What follows belongs to an exercise in optimizing a design on an open flow for small area, a short achievable clock period and few clock cycles per item; a production flow would make more cautious choices. The RTL was checked by simulation tests, not by an equivalence proof against the original design. Power is estimated from default activity; no workload was simulated.

===== flow/flow/run.sh =====
#!/bin/bash
# Layout: the standard flow (standard.sh) with these changes:
#  - repair_timing is asked to leave 7.5 ns of setup slack at the 11 ns clock
#    (a 3.5 ns target), so that it sizes the datapath for speed;
#  - the full-adder cells are added to the platform's don't-use list, so
#    synthesis extracts only half adders and leaves the 3-input XORs and
#    majorities of the adders to abc (faster than the fa cell's sum output);
#  - ports are buffered with buf_1 cells instead of the default choice;
#  - clock tree: clkbuf_8 buffers, clusters of at most 16 sinks within 45 um,
#    no dummy loads.
# The clock, the constraints and everything else are the standard ones.
set -euo pipefail
DONT_USE="sky130_fd_sc_hd__probe_p_8 sky130_fd_sc_hd__probec_p_8 sky130_fd_sc_hd__lpflow_bleeder_1 sky130_fd_sc_hd__lpflow_clkbufkapwr_1 sky130_fd_sc_hd__lpflow_clkbufkapwr_16 sky130_fd_sc_hd__lpflow_clkbufkapwr_2 sky130_fd_sc_hd__lpflow_clkbufkapwr_4 sky130_fd_sc_hd__lpflow_clkbufkapwr_8 sky130_fd_sc_hd__lpflow_clkinvkapwr_1 sky130_fd_sc_hd__lpflow_clkinvkapwr_16 sky130_fd_sc_hd__lpflow_clkinvkapwr_2 sky130_fd_sc_hd__lpflow_clkinvkapwr_4 sky130_fd_sc_hd__lpflow_clkinvkapwr_8 sky130_fd_sc_hd__lpflow_decapkapwr_12 sky130_fd_sc_hd__lpflow_decapkapwr_3 sky130_fd_sc_hd__lpflow_decapkapwr_4 sky130_fd_sc_hd__lpflow_decapkapwr_6 sky130_fd_sc_hd__lpflow_decapkapwr_8 sky130_fd_sc_hd__lpflow_inputiso0n_1 sky130_fd_sc_hd__lpflow_inputiso0p_1 sky130_fd_sc_hd__lpflow_inputiso1n_1 sky130_fd_sc_hd__lpflow_inputiso1p_1 sky130_fd_sc_hd__lpflow_inputisolatch_1 sky130_fd_sc_hd__lpflow_isobufsrc_1 sky130_fd_sc_hd__lpflow_isobufsrc_16 sky130_fd_sc_hd__lpflow_isobufsrc_2 sky130_fd_sc_hd__lpflow_isobufsrc_4 sky130_fd_sc_hd__lpflow_isobufsrc_8 sky130_fd_sc_hd__lpflow_isobufsrckapwr_16 sky130_fd_sc_hd__lpflow_lsbuf_lh_hl_isowell_tap_1 sky130_fd_sc_hd__lpflow_lsbuf_lh_hl_isowell_tap_2 sky130_fd_sc_hd__lpflow_lsbuf_lh_hl_isowell_tap_4 sky130_fd_sc_hd__lpflow_lsbuf_lh_isowell_4 sky130_fd_sc_hd__lpflow_lsbuf_lh_isowell_tap_1 sky130_fd_sc_hd__lpflow_lsbuf_lh_isowell_tap_2 sky130_fd_sc_hd__lpflow_lsbuf_lh_isowell_tap_4  sky130_fd_sc_hd__fa_1 sky130_fd_sc_hd__fa_2 sky130_fd_sc_hd__fa_4"
bash standard.sh \
  SETUP_SLACK_MARGIN=7.5 \
  "DONT_USE_CELLS=$DONT_USE" \
  "BUFFER_PORTS_ARGS=-buffer_cell sky130_fd_sc_hd__buf_1" \
  "CTS_ARGS=-sink_clustering_enable -repair_clock_nets -dont_use_dummy_load -buf_list {sky130_fd_sc_hd__clkbuf_8} -sink_clustering_size 16 -sink_clustering_max_diameter 45" \
  finish > standard_flow.log 2>&1

===== flow/standard.sh =====
#!/bin/bash
# synth_recipe.tcl (not shown) runs the flow's synth.tcl, then flattens the netlist and writes it again
# the make line also repeats each setting of config.mk as NAME=value (left out here)
make -C /OpenROAD-flow-scripts/flow DESIGN_CONFIG=/design/flow/config.mk WORK_HOME=/design/flow/orfs CLKGATE_MAP_FILE= SYNTH_SCRIPT=/design/flow/synth_recipe.tcl "${@:-finish}"

===== flow/config.mk =====
export PLATFORM = sky130hd
export DESIGN_NAME = ftn_addr_hash
export DESIGN_NICKNAME = ftn_addr_hash
export VERILOG_FILES = /design/flow/design.v
export SDC_FILE = /design/flow/constraint.sdc
export NUM_CORES = 4
export LEC_CHECK = 0
export ABC_AREA = 1
export CAP_MARGIN = 20
export CORE_MARGIN = 2
export CORE_UTILIZATION = 60
export SLEW_MARGIN = 20

===== flow/constraint.sdc =====
create_clock -name core_clock -period 11.0 [get_ports {clk}]
set_input_delay 2.2000 -clock core_clock [delete_from_list [all_inputs] [get_ports {clk}]]
set_output_delay 2.2000 -clock core_clock [all_outputs]
set_load 0.01 [all_outputs]

===== flow/design.v =====
module ftn_addr_hash (
    input  wire         clk,
    input  wire         rst,         
    input  wire [127:0] key,         
    input  wire         in_valid,
    output wire         in_ready,
    input  wire [127:0] addr,        
    input  wire         is_v6,
    input  wire         v6_pfx,
    output wire         out_valid,
    input  wire         out_ready,
    output wire [63:0]  h,
    output wire [19:0]  index,       
    output wire [15:0]  tag          
);
    function [63:0] bswap64(input [63:0] x);
        integer i;
        begin
            for (i = 0; i < 8; i = i + 1)
                bswap64[8*i +: 8] = x[63-8*i -: 8];
        end
    endfunction
    function [31:0] bswap32(input [31:0] x);
        bswap32 = {x[7:0], x[15:8], x[23:16], x[31:24]};
    endfunction
    function [63:0] rotl(input [63:0] x, input integer b);
        rotl = (x << b) | (x >> (64 - b));
    endfunction
    reg         run;         
    reg  [4:0]  cnt;         
    reg         t6, tp;      
    reg  [63:0] m0_q;        
    reg  [63:0] lo_q;        
    reg  [63:0] x0, x1, y0, y1;
    reg         ov;          
    reg  [63:0] h_q;
    reg         last;        
    reg         rdy;         
    reg         init;        
    reg         f_m0, f_lo0, f_8_0, f_16_0, f_lo3, f_8_3, f_16_3, fin;   
    wire ph     = cnt[0];    
    wire done   = last && !ov;                          
    wire replay = last && ov;                           
    assign in_ready = rdy;
    wire acc = !rst && in_valid && rdy;
    wire       run_n  = !rst && (acc || replay || (run && !last));
    wire       ov_n   = !rst && (done || (ov && !out_ready));
    wire [4:0] cn     = cnt + 5'd1;
    wire       step   = !rst && !init;                  
    wire       last_n = step && (t6 ? (cn == 5'd19) : tp ? (cn == 5'd15) : (cn == 5'd11));
    wire [63:0] m0_in = !is_v6 ? {8'd4, 24'd0, bswap32(addr[31:0])} : bswap64(addr[127:64]);
    wire [63:0] m0    = in_ready ? m0_in : m0_q;
    wire [63:0] k0 = bswap64(key[127:64]);
    wire [63:0] k1 = bswap64(key[63:0]);
    wire [63:0] s, t;
    sip_add64 add_s (.a(x0), .b(y0), .s(s));
    sip_add64 add_t (.a(x1), .b(y1), .s(t));
    wire [63:0] ry0 = ph ? rotl(y0, 17) : rotl(y0, 13);
    wire [63:0] ry1 = ph ? rotl(y1, 21) : rotl(y1, 16);
    wire [63:0] inj0 = (f_m0 ? m0_q : 64'd0) | (f_lo0 ? lo_q : 64'd0)
                     | {3'd0, f_16_0, f_8_0, 59'd0};
    wire [63:0] inj3 = (f_lo3 ? lo_q : 64'd0) | {3'd0, f_16_3, f_8_3, 59'd0};
    wire [63:0] nx0 = t ^ inj0;
    wire [63:0] nx1 = rotl(s, 32) ^ {56'd0, {8{fin}}};
    wire [63:0] ny0 = ry0 ^ s;
    wire [63:0] ny1 = (ry1 ^ inj3) ^ t;
    wire [63:0] hf  = ny0 ^ rotl(s, 32) ^ ry1;           
    always @(posedge clk) begin
        if (in_ready) begin
            m0_q <= m0_in;
            lo_q <= bswap64(addr[63:0]);
            t6   <= is_v6 && !v6_pfx;
            tp   <= is_v6 && v6_pfx;
        end
        if (init) begin
            x0  <= k0 ^ 64'h736f6d6570736575;
            y0  <= k1 ^ 64'h646f72616e646f6d;
            x1  <= k0 ^ 64'h6c7967656e657261;
            y1  <= k1 ^ 64'h7465646279746573 ^ m0;
            cnt <= 5'd0;
        end else begin
            x0  <= nx0;
            x1  <= nx1;
            y0  <= ny0;
            y1  <= ny1;
            cnt <= cnt + 5'd1;
        end
        if (done)
            h_q <= hf;
        run    <= run_n;
        ov     <= ov_n;
        last   <= last_n;
        rdy    <= !run_n || (last_n && !ov_n);
        init   <= !run_n || last_n;
        f_m0   <= step && cn == 5'd3;
        f_lo0  <= step && cn == 5'd7 && t6;
        f_8_0  <= step && cn == 5'd7 && tp;
        f_16_0 <= step && cn == 5'd11 && t6;
        f_lo3  <= step && cn == 5'd3 && t6;
        f_8_3  <= step && cn == 5'd3 && tp;
        f_16_3 <= step && cn == 5'd7 && t6;
        fin    <= step && (t6 ? cn == 5'd11 : tp ? cn == 5'd7 : cn == 5'd3);
    end
    assign out_valid = ov;
    assign h         = h_q;
    assign index     = h_q[19:0];
    assign tag       = h_q[35:20];
endmodule
module sip_add64 (input wire [63:0] a, input wire [63:0] b, output wire [63:0] s);
    wire [63:0] p0 = a ^ b;
    wire [63:0] g0 = a & b;
    wire g_0_1 = g0[1] | (p0[1] & g0[0]);
    wire g_0_3 = g0[3] | (p0[3] & g0[2]);
    wire p_0_3 = p0[3] & p0[2];
    wire g_0_5 = g0[5] | (p0[5] & g0[4]);
    wire p_0_5 = p0[5] & p0[4];
    wire g_0_7 = g0[7] | (p0[7] & g0[6]);
    wire p_0_7 = p0[7] & p0[6];
    wire g_0_9 = g0[9] | (p0[9] & g0[8]);
    wire p_0_9 = p0[9] & p0[8];
    wire g_0_11 = g0[11] | (p0[11] & g0[10]);
    wire p_0_11 = p0[11] & p0[10];
    wire g_0_13 = g0[13] | (p0[13] & g0[12]);
    wire p_0_13 = p0[13] & p0[12];
    wire g_0_15 = g0[15] | (p0[15] & g0[14]);
    wire p_0_15 = p0[15] & p0[14];
    wire g_0_17 = g0[17] | (p0[17] & g0[16]);
    wire p_0_17 = p0[17] & p0[16];
    wire g_0_19 = g0[19] | (p0[19] & g0[18]);
    wire p_0_19 = p0[19] & p0[18];
    wire g_0_21 = g0[21] | (p0[21] & g0[20]);
    wire p_0_21 = p0[21] & p0[20];
    wire g_0_23 = g0[23] | (p0[23] & g0[22]);
    wire p_0_23 = p0[23] & p0[22];
    wire g_0_25 = g0[25] | (p0[25] & g0[24]);
    wire p_0_25 = p0[25] & p0[24];
    wire g_0_27 = g0[27] | (p0[27] & g0[26]);
    wire p_0_27 = p0[27] & p0[26];
    wire g_0_29 = g0[29] | (p0[29] & g0[28]);
    wire p_0_29 = p0[29] & p0[28];
    wire g_0_31 = g0[31] | (p0[31] & g0[30]);
    wire p_0_31 = p0[31] & p0[30];
    wire g_0_33 = g0[33] | (p0[33] & g0[32]);
    wire p_0_33 = p0[33] & p0[32];
    wire g_0_35 = g0[35] | (p0[35] & g0[34]);
    wire p_0_35 = p0[35] & p0[34];
    wire g_0_37 = g0[37] | (p0[37] & g0[36]);
    wire p_0_37 = p0[37] & p0[36];
    wire g_0_39 = g0[39] | (p0[39] & g0[38]);
    wire p_0_39 = p0[39] & p0[38];
    wire g_0_41 = g0[41] | (p0[41] & g0[40]);
    wire p_0_41 = p0[41] & p0[40];
    wire g_0_43 = g0[43] | (p0[43] & g0[42]);
    wire p_0_43 = p0[43] & p0[42];
    wire g_0_45 = g0[45] | (p0[45] & g0[44]);
    wire p_0_45 = p0[45] & p0[44];
    wire g_0_47 = g0[47] | (p0[47] & g0[46]);
    wire p_0_47 = p0[47] & p0[46];
    wire g_0_49 = g0[49] | (p0[49] & g0[48]);
    wire p_0_49 = p0[49] & p0[48];
    wire g_0_51 = g0[51] | (p0[51] & g0[50]);
    wire p_0_51 = p0[51] & p0[50];
    wire g_0_53 = g0[53] | (p0[53] & g0[52]);
    wire p_0_53 = p0[53] & p0[52];
    wire g_0_55 = g0[55] | (p0[55] & g0[54]);
    wire p_0_55 = p0[55] & p0[54];
    wire g_0_57 = g0[57] | (p0[57] & g0[56]);
    wire p_0_57 = p0[57] & p0[56];
    wire g_0_59 = g0[59] | (p0[59] & g0[58]);
    wire p_0_59 = p0[59] & p0[58];
    wire g_0_61 = g0[61] | (p0[61] & g0[60]);
    wire p_0_61 = p0[61] & p0[60];
    wire g_0_63 = g0[63] | (p0[63] & g0[62]);
    wire p_0_63 = p0[63] & p0[62];
    wire g_1_2 = g0[2] | (p0[2] & g_0_1);
    wire g_1_3 = g_0_3 | (p_0_3 & g_0_1);
    wire g_1_6 = g0[6] | (p0[6] & g_0_5);
    wire p_1_6 = p0[6] & p_0_5;
    wire g_1_7 = g_0_7 | (p_0_7 & g_0_5);
    wire p_1_7 = p_0_7 & p_0_5;
    wire g_1_10 = g0[10] | (p0[10] & g_0_9);
    wire p_1_10 = p0[10] & p_0_9;
    wire g_1_11 = g_0_11 | (p_0_11 & g_0_9);
    wire p_1_11 = p_0_11 & p_0_9;
    wire g_1_14 = g0[14] | (p0[14] & g_0_13);
    wire p_1_14 = p0[14] & p_0_13;
    wire g_1_15 = g_0_15 | (p_0_15 & g_0_13);
    wire p_1_15 = p_0_15 & p_0_13;
    wire g_1_18 = g0[18] | (p0[18] & g_0_17);
    wire p_1_18 = p0[18] & p_0_17;
    wire g_1_19 = g_0_19 | (p_0_19 & g_0_17);
    wire p_1_19 = p_0_19 & p_0_17;
    wire g_1_22 = g0[22] | (p0[22] & g_0_21);
    wire p_1_22 = p0[22] & p_0_21;
    wire g_1_23 = g_0_23 | (p_0_23 & g_0_21);
    wire p_1_23 = p_0_23 & p_0_21;
    wire g_1_26 = g0[26] | (p0[26] & g_0_25);
    wire p_1_26 = p0[26] & p_0_25;
    wire g_1_27 = g_0_27 | (p_0_27 & g_0_25);
    wire p_1_27 = p_0_27 & p_0_25;
    wire g_1_30 = g0[30] | (p0[30] & g_0_29);
    wire p_1_30 = p0[30] & p_0_29;
    wire g_1_31 = g_0_31 | (p_0_31 & g_0_29);
    wire p_1_31 = p_0_31 & p_0_29;
    wire g_1_34 = g0[34] | (p0[34] & g_0_33);
    wire p_1_34 = p0[34] & p_0_33;
    wire g_1_35 = g_0_35 | (p_0_35 & g_0_33);
    wire p_1_35 = p_0_35 & p_0_33;
    wire g_1_38 = g0[38] | (p0[38] & g_0_37);
    wire p_1_38 = p0[38] & p_0_37;
    wire g_1_39 = g_0_39 | (p_0_39 & g_0_37);
    wire p_1_39 = p_0_39 & p_0_37;
    wire g_1_42 = g0[42] | (p0[42] & g_0_41);
    wire p_1_42 = p0[42] & p_0_41;
    wire g_1_43 = g_0_43 | (p_0_43 & g_0_41);
    wire p_1_43 = p_0_43 & p_0_41;
    wire g_1_46 = g0[46] | (p0[46] & g_0_45);
    wire p_1_46 = p0[46] & p_0_45;
    wire g_1_47 = g_0_47 | (p_0_47 & g_0_45);
    wire p_1_47 = p_0_47 & p_0_45;
    wire g_1_50 = g0[50] | (p0[50] & g_0_49);
    wire p_1_50 = p0[50] & p_0_49;
    wire g_1_51 = g_0_51 | (p_0_51 & g_0_49);
    wire p_1_51 = p_0_51 & p_0_49;
    wire g_1_54 = g0[54] | (p0[54] & g_0_53);
    wire p_1_54 = p0[54] & p_0_53;
    wire g_1_55 = g_0_55 | (p_0_55 & g_0_53);
    wire p_1_55 = p_0_55 & p_0_53;
    wire g_1_58 = g0[58] | (p0[58] & g_0_57);
    wire p_1_58 = p0[58] & p_0_57;
    wire g_1_59 = g_0_59 | (p_0_59 & g_0_57);
    wire p_1_59 = p_0_59 & p_0_57;
    wire g_1_62 = g0[62] | (p0[62] & g_0_61);
    wire p_1_62 = p0[62] & p_0_61;
    wire g_1_63 = g_0_63 | (p_0_63 & g_0_61);
    wire p_1_63 = p_0_63 & p_0_61;
    wire g_2_7 = g_1_7 | (p_1_7 & g_1_3);
    wire g_2_11 = g_1_11 | (p_1_11 & g_1_7);
    wire p_2_11 = p_1_11 & p_1_7;
    wire g_2_15 = g_1_15 | (p_1_15 & g_1_11);
    wire p_2_15 = p_1_15 & p_1_11;
    wire g_2_19 = g_1_19 | (p_1_19 & g_1_15);
    wire p_2_19 = p_1_19 & p_1_15;
    wire g_2_23 = g_1_23 | (p_1_23 & g_1_19);
    wire p_2_23 = p_1_23 & p_1_19;
    wire g_2_27 = g_1_27 | (p_1_27 & g_1_23);
    wire p_2_27 = p_1_27 & p_1_23;
    wire g_2_31 = g_1_31 | (p_1_31 & g_1_27);
    wire p_2_31 = p_1_31 & p_1_27;
    wire g_2_35 = g_1_35 | (p_1_35 & g_1_31);
    wire p_2_35 = p_1_35 & p_1_31;
    wire g_2_39 = g_1_39 | (p_1_39 & g_1_35);
    wire p_2_39 = p_1_39 & p_1_35;
    wire g_2_43 = g_1_43 | (p_1_43 & g_1_39);
    wire p_2_43 = p_1_43 & p_1_39;
    wire g_2_47 = g_1_47 | (p_1_47 & g_1_43);
    wire p_2_47 = p_1_47 & p_1_43;
    wire g_2_51 = g_1_51 | (p_1_51 & g_1_47);
    wire p_2_51 = p_1_51 & p_1_47;
    wire g_2_55 = g_1_55 | (p_1_55 & g_1_51);
    wire p_2_55 = p_1_55 & p_1_51;
    wire g_2_59 = g_1_59 | (p_1_59 & g_1_55);
    wire p_2_59 = p_1_59 & p_1_55;
    wire g_2_63 = g_1_63 | (p_1_63 & g_1_59);
    wire p_2_63 = p_1_63 & p_1_59;
    wire g_3_11 = g_2_11 | (p_2_11 & g_1_3);
    wire g_3_15 = g_2_15 | (p_2_15 & g_2_7);
    wire g_3_19 = g_2_19 | (p_2_19 & g_2_11);
    wire p_3_19 = p_2_19 & p_2_11;
    wire g_3_23 = g_2_23 | (p_2_23 & g_2_15);
    wire p_3_23 = p_2_23 & p_2_15;
    wire g_3_27 = g_2_27 | (p_2_27 & g_2_19);
    wire p_3_27 = p_2_27 & p_2_19;
    wire g_3_31 = g_2_31 | (p_2_31 & g_2_23);
    wire p_3_31 = p_2_31 & p_2_23;
    wire g_3_35 = g_2_35 | (p_2_35 & g_2_27);
    wire p_3_35 = p_2_35 & p_2_27;
    wire g_3_39 = g_2_39 | (p_2_39 & g_2_31);
    wire p_3_39 = p_2_39 & p_2_31;
    wire g_3_43 = g_2_43 | (p_2_43 & g_2_35);
    wire p_3_43 = p_2_43 & p_2_35;
    wire g_3_47 = g_2_47 | (p_2_47 & g_2_39);
    wire p_3_47 = p_2_47 & p_2_39;
    wire g_3_51 = g_2_51 | (p_2_51 & g_2_43);
    wire p_3_51 = p_2_51 & p_2_43;
    wire g_3_55 = g_2_55 | (p_2_55 & g_2_47);
    wire p_3_55 = p_2_55 & p_2_47;
    wire g_3_59 = g_2_59 | (p_2_59 & g_2_51);
    wire p_3_59 = p_2_59 & p_2_51;
    wire g_3_63 = g_2_63 | (p_2_63 & g_2_55);
    wire p_3_63 = p_2_63 & p_2_55;
    wire g_4_19 = g_3_19 | (p_3_19 & g_1_3);
    wire g_4_23 = g_3_23 | (p_3_23 & g_2_7);
    wire g_4_27 = g_3_27 | (p_3_27 & g_3_11);
    wire g_4_31 = g_3_31 | (p_3_31 & g_3_15);
    wire g_4_35 = g_3_35 | (p_3_35 & g_3_19);
    wire p_4_35 = p_3_35 & p_3_19;
    wire g_4_39 = g_3_39 | (p_3_39 & g_3_23);
    wire p_4_39 = p_3_39 & p_3_23;
    wire g_4_43 = g_3_43 | (p_3_43 & g_3_27);
    wire p_4_43 = p_3_43 & p_3_27;
    wire g_4_47 = g_3_47 | (p_3_47 & g_3_31);
    wire p_4_47 = p_3_47 & p_3_31;
    wire g_4_51 = g_3_51 | (p_3_51 & g_3_35);
    wire p_4_51 = p_3_51 & p_3_35;
    wire g_4_55 = g_3_55 | (p_3_55 & g_3_39);
    wire p_4_55 = p_3_55 & p_3_39;
    wire g_4_59 = g_3_59 | (p_3_59 & g_3_43);
    wire p_4_59 = p_3_59 & p_3_43;
    wire g_4_63 = g_3_63 | (p_3_63 & g_3_47);
    wire p_4_63 = p_3_63 & p_3_47;
    wire g_5_35 = g_4_35 | (p_4_35 & g_1_3);
    wire g_5_39 = g_4_39 | (p_4_39 & g_2_7);
    wire g_5_43 = g_4_43 | (p_4_43 & g_3_11);
    wire g_5_47 = g_4_47 | (p_4_47 & g_3_15);
    wire g_5_51 = g_4_51 | (p_4_51 & g_4_19);
    wire g_5_55 = g_4_55 | (p_4_55 & g_4_23);
    wire g_5_59 = g_4_59 | (p_4_59 & g_4_27);
    wire g_5_63 = g_4_63 | (p_4_63 & g_4_31);
    wire g_6_4 = g0[4] | (p0[4] & g_1_3);
    wire g_6_5 = g_0_5 | (p_0_5 & g_1_3);
    wire g_6_6 = g_1_6 | (p_1_6 & g_1_3);
    wire g_6_8 = g0[8] | (p0[8] & g_2_7);
    wire g_6_9 = g_0_9 | (p_0_9 & g_2_7);
    wire g_6_10 = g_1_10 | (p_1_10 & g_2_7);
    wire g_6_12 = g0[12] | (p0[12] & g_3_11);
    wire g_6_13 = g_0_13 | (p_0_13 & g_3_11);
    wire g_6_14 = g_1_14 | (p_1_14 & g_3_11);
    wire g_6_16 = g0[16] | (p0[16] & g_3_15);
    wire g_6_17 = g_0_17 | (p_0_17 & g_3_15);
    wire g_6_18 = g_1_18 | (p_1_18 & g_3_15);
    wire g_6_20 = g0[20] | (p0[20] & g_4_19);
    wire g_6_21 = g_0_21 | (p_0_21 & g_4_19);
    wire g_6_22 = g_1_22 | (p_1_22 & g_4_19);
    wire g_6_24 = g0[24] | (p0[24] & g_4_23);
    wire g_6_25 = g_0_25 | (p_0_25 & g_4_23);
    wire g_6_26 = g_1_26 | (p_1_26 & g_4_23);
    wire g_6_28 = g0[28] | (p0[28] & g_4_27);
    wire g_6_29 = g_0_29 | (p_0_29 & g_4_27);
    wire g_6_30 = g_1_30 | (p_1_30 & g_4_27);
    wire g_6_32 = g0[32] | (p0[32] & g_4_31);
    wire g_6_33 = g_0_33 | (p_0_33 & g_4_31);
    wire g_6_34 = g_1_34 | (p_1_34 & g_4_31);
    wire g_6_36 = g0[36] | (p0[36] & g_5_35);
    wire g_6_37 = g_0_37 | (p_0_37 & g_5_35);
    wire g_6_38 = g_1_38 | (p_1_38 & g_5_35);
    wire g_6_40 = g0[40] | (p0[40] & g_5_39);
    wire g_6_41 = g_0_41 | (p_0_41 & g_5_39);
    wire g_6_42 = g_1_42 | (p_1_42 & g_5_39);
    wire g_6_44 = g0[44] | (p0[44] & g_5_43);
    wire g_6_45 = g_0_45 | (p_0_45 & g_5_43);
    wire g_6_46 = g_1_46 | (p_1_46 & g_5_43);
    wire g_6_48 = g0[48] | (p0[48] & g_5_47);
    wire g_6_49 = g_0_49 | (p_0_49 & g_5_47);
    wire g_6_50 = g_1_50 | (p_1_50 & g_5_47);
    wire g_6_52 = g0[52] | (p0[52] & g_5_51);
    wire g_6_53 = g_0_53 | (p_0_53 & g_5_51);
    wire g_6_54 = g_1_54 | (p_1_54 & g_5_51);
    wire g_6_56 = g0[56] | (p0[56] & g_5_55);
    wire g_6_57 = g_0_57 | (p_0_57 & g_5_55);
    wire g_6_58 = g_1_58 | (p_1_58 & g_5_55);
    wire g_6_60 = g0[60] | (p0[60] & g_5_59);
    wire g_6_61 = g_0_61 | (p_0_61 & g_5_59);
    wire g_6_62 = g_1_62 | (p_1_62 & g_5_59);
    wire [63:0] c = {g_6_62, g_6_61, g_6_60, g_5_59, g_6_58, g_6_57, g_6_56, g_5_55, g_6_54, g_6_53, g_6_52, g_5_51, g_6_50, g_6_49, g_6_48, g_5_47, g_6_46, g_6_45, g_6_44, g_5_43, g_6_42, g_6_41, g_6_40, g_5_39, g_6_38, g_6_37, g_6_36, g_5_35, g_6_34, g_6_33, g_6_32, g_4_31, g_6_30, g_6_29, g_6_28, g_4_27, g_6_26, g_6_25, g_6_24, g_4_23, g_6_22, g_6_21, g_6_20, g_4_19, g_6_18, g_6_17, g_6_16, g_3_15, g_6_14, g_6_13, g_6_12, g_3_11, g_6_10, g_6_9, g_6_8, g_2_7, g_6_6, g_6_5, g_6_4, g_1_3, g_1_2, g_0_1, g0[0], 1'b0};
    assign s = p0 ^ c;
endmodule

==> flow_summary.yaml <==
synthesis:
  synth.yosys.seq_area_share_pct: 36.42
  synthMuxAreaShare_pct: 0.7916
  synthFlopType: "dfxtp_1"
  yosys.area_share.simple_pct: 25.81
  syn_area_per_cell_um2: 7.367
  synthArstFlopShare_pct: 0
  synth-xor-area-share_pct: 9.423
  synth-adder-area-share_pct: 6.932
  synth_top_family_by_area: "simple AND/OR/NAND/NOR gates"
  synthCells: 3969
  syn-num-nets: 4393
  synth_edf_count: 130
  yosysWarnings: 1
  synth-compound-area-share_pct: 11.84
  yosys_register_bits: 467
  ys_types: 51
  syn-cell-area_mm2: 0.02924
worst_setup_path:
  rrSetupSlack_ns: 7.46
  endpoint_kind: "flop"
  reg2regPathDepth: 5
  worstReg2RegStart: "cnt[0]"
  cp_max_fo: 87
  cp.required_ns: 11.45
  critical_path_class: "reg2reg"
  cp.arrival_ns: 3.99
  r2r_end: "h_q[6]"
  cp-start-kind: "flop"
route:
  via_per_inst: 5.823
  route.detailed.drc: 0
  wl_um: 118300
  wl_per_cell_um: 24.22
  via_count: 28452
  antenna_left: 0
  firstDrtPassIters: 6
  drtIter0Drc: 4109
finish:
  final_layout_size_suffix_gt1_share_pct: 6.820
  fillCellCount: 4314
  area_growth_pct: 9.243
  mostFrequentLayoutCell: "nand2_1"
  fin_area_mm2: 0.03194
  layout_common_cells: "nand2_1, inv_1, o21ai_0, buf_1, dfxtp_1"
  layout.nets: 4693
  fin_cells: 4886
clock_network:
  htree_levels: 2
  clk_path_buf_depth: 3
  cts_tree: "done"
  clock-root-buffer: "clkbuf_8"
  numCtsBuffers: 59
  postCtsHoldBufs: 0
  cts.sinks: 467
  clk_pin_slew_worst_paths_ns: 0.06
  clock_latency_ns: 0.76
floorplanning:
  die_w_um: 224.8
  dieArea_mm2: 0.05051
  fp.dieH_um: 224.8
  coreArea_mm2: 0.04795
  ios: 364
  rows: 80
  start_util_pct: 60.98
pwr:
  vdd_drop_max_uv: 164.1
  powerDensity_mw_per_mm2: 388.7
  leakage_nw: 15.10
timing:
  fin_skew_ns: 0.1241
  fin_crit_ns: 3.539
  min_period_over_period_pct: 32.17
  timing.final.ws_setup_ns: 7.461
  hold_ws_ns: 0.4957
  worst_pin_slew_ns: 1.319
  setup_violations: 0
  tns_ns: 0
  max_freq_mhz: 282.6
  grt_setup_unrepaired: "yes"
  drv_slew: 0
  hold_viol_final: 0
  relSlewSlack_pct: 11.16
placement:
  place_congestion: 1.095
  place_inst: 4814
  dpl-instance-area_mm2: 0.03083
  port_buffers: 363
  hpwl_um: 93530
  dp_slack_ns: 6.855
run_status:
  status: "timing/DRC/antenna clean"
flow_run:
  maxCapViolCount: 0
grt:
  antenna_found_initial: 7
  grt_max_degree: 96
  first_global_vias: 25022
  grt_usage_pct: 46.10
  grt-ovfl-total: 0
  grt_pass1_wl_um: 165500
min_path:
  hold_class: "reg2reg"
  min_path_cells: 2
  hp-start: "m0_q[7]"
  whs_endpoint: "m0_q[7]"
[per-layer routing]
metal	up-vias	part of all wire [%]	wire (µm)	track usage [%]
met4	4	5.5	6492	21.92
met1	12858	40	46900	63.28
met5	-	0.019	23	0
met3	279	17	19780	19.01
li1	13350	-	-	-
met2	1961	38	45120	62.27
[layout make-up]
type | count | area, µm² | area share, %
Antenna cell | 4 | 10.01 | 0.03134
Clock buffer | 59 | 812.0 | 2.542
Inverter | 486 | 1829 | 5.727
Multi-Input combinational cell | 2862 | 16120 | 50.46
Sequential cell | 467 | 10660 | 33.39
Tap cell | 615 | 769.5 | 2.409
Timing Repair Buffer | 393 | 1740 | 5.449
[stage by stage]
stage | util, % | power (mW)
global placement | 64.29 | 10.68
finish | 66.62 | 12.42
floorplan | - | 8.202
global route | 66.61 | 13.08
CTS | 66.34 | 11.92
detailed placement | 64.29 | 10.77
[cell usage after synthesis, types with 3 or more instances]
cell type | count | area, µm²
nor3_2 | 6 | 60.06
nand3_1 | 289 | 1446
a21o_1 | 6 | 45.04
o21a_1 | 26 | 195.2
clkbuf_1 | 79 | 296.5
buf_4 | 37 | 277.8
ha_1 | 162 | 2027
o21ai_0 | 405 | 2027
xnor3_1 | 8 | 180.2
xor2_1 | 194 | 1699
o21ai_1 | 11 | 55.05
buf_2 | 21 | 105.1
or2_1 | 6 | 37.54
nand2_2 | 50 | 312.8
or2_2 | 64 | 400.4
o22ai_1 | 44 | 275.3
nand3b_1 | 51 | 382.9
a21oi_2 | 4 | 35.03
buf_1 | 17 | 63.81
inv_2 | 9 | 33.78
a32oi_1 | 3 | 26.28
edfxtp_1 | 130 | 3904
nor2_2 | 7 | 43.79
and2_1 | 4 | 25.02
inv_1 | 476 | 1787
o21bai_1 | 15 | 112.6
a21oi_1 | 119 | 595.6
dfxtp_1 | 337 | 6746
nand3_2 | 8 | 80.08
nand2_4 | 4 | 45.04
mux2i_1 | 22 | 220.2
a31oi_1 | 3 | 18.77
xnor2_1 | 100 | 875.8
nor3_1 | 5 | 25.02
nand2_1 | 1053 | 3953
nor2_1 | 175 | 656.9
[where the power goes]
| part | leakage (nW) | internal (mW) | total (mW) | switching, mW |
|---|---|---|---|---|
| sequential | 4.09 | 2.48 | 2.92 | 0.442 |
| combinational | 10.6 | 2.75 | 8.39 | 5.63 |
| clock | 0.424 | 0.470 | 1.11 | 0.635 |
| total | 15.1 | 5.71 | 12.4 | 6.71 |
[worst max-delay path by stage]
stage             from        to  slack (ns)  cells past startpoint
2_1_floorplan      rdy  in_ready        7.67                      0
3_3_place_gp     is_v6    y1[41]        6.91                      7
3_5_place_dp     is_v6    y1[33]        6.86                      7
4_1_cts            rdy  in_ready        7.43                      2
5_1_grt        h_q[20]    tag[0]        7.46                      1
6_report        cnt[0]    h_q[6]        7.46                      5
[worst max-delay path, cell delays in order, from the launching register on]
cell and delay [ns]:
dfxtp_4 0.66, inv_2 0.32, buf_4 0.47, o21ai_0 1.14, xor2_1 0.36, xnor2_1 0.21
[kinds of logic (layout without fill, tap and decap cells)]
group,after synthesis,in the layout
fa+ha+maj,162,162
xor+xnor,302,302
flops,467,467
mux,23,23
simple gates,1730,1730
other cells,0,4
buf+inv,640,938
compound gates,645,645
[what timing repair did]
action | 4_1_cts | 5_1_grt
buffers inserted | 2 | 3
endpoints found under the setup margin | 17 | 43
hold endpoints to repair | 0 | 0
gates resized for setup | 4 | 35
pin swaps | 2 | 3
gates cloned | 4 | 0
[state kept, by name, indices dropped and copies added, names as in the netlist, 5 cells and up]
name and count:
y1 64, lo_q 64, h_q 64, cnt 5, y0 64, m0_q 64
x0 64, x1 64
Testbench counts, summed over its fixed seeds: cycles 38,308, items 2,400.

static timing again, ports no longer ideal:
The results above use ideal ports. As a check the final layout listed here was re-extracted and re-timed, cells and wires unchanged. Step 1, drivers: a clkbuf_16 drives clk and a buf_2 each remaining input, both assumed. Step 2 also shifts input and output timing later by t, the mid clock arrival at the registers, as if the neighbouring blocks saw the same clock. Three values: no drivers, after step 1, after step 2; two values: the first two.
shift t [ns]: 0.756
slack for setup (ns): 7.461 / 7.414 / 6.980
cell pins on the clock port's net: 1
After both steps this run still meets setup and hold. The setup slack of this run moves by -0.047 ns with the drivers and by -0.481 ns with both steps.
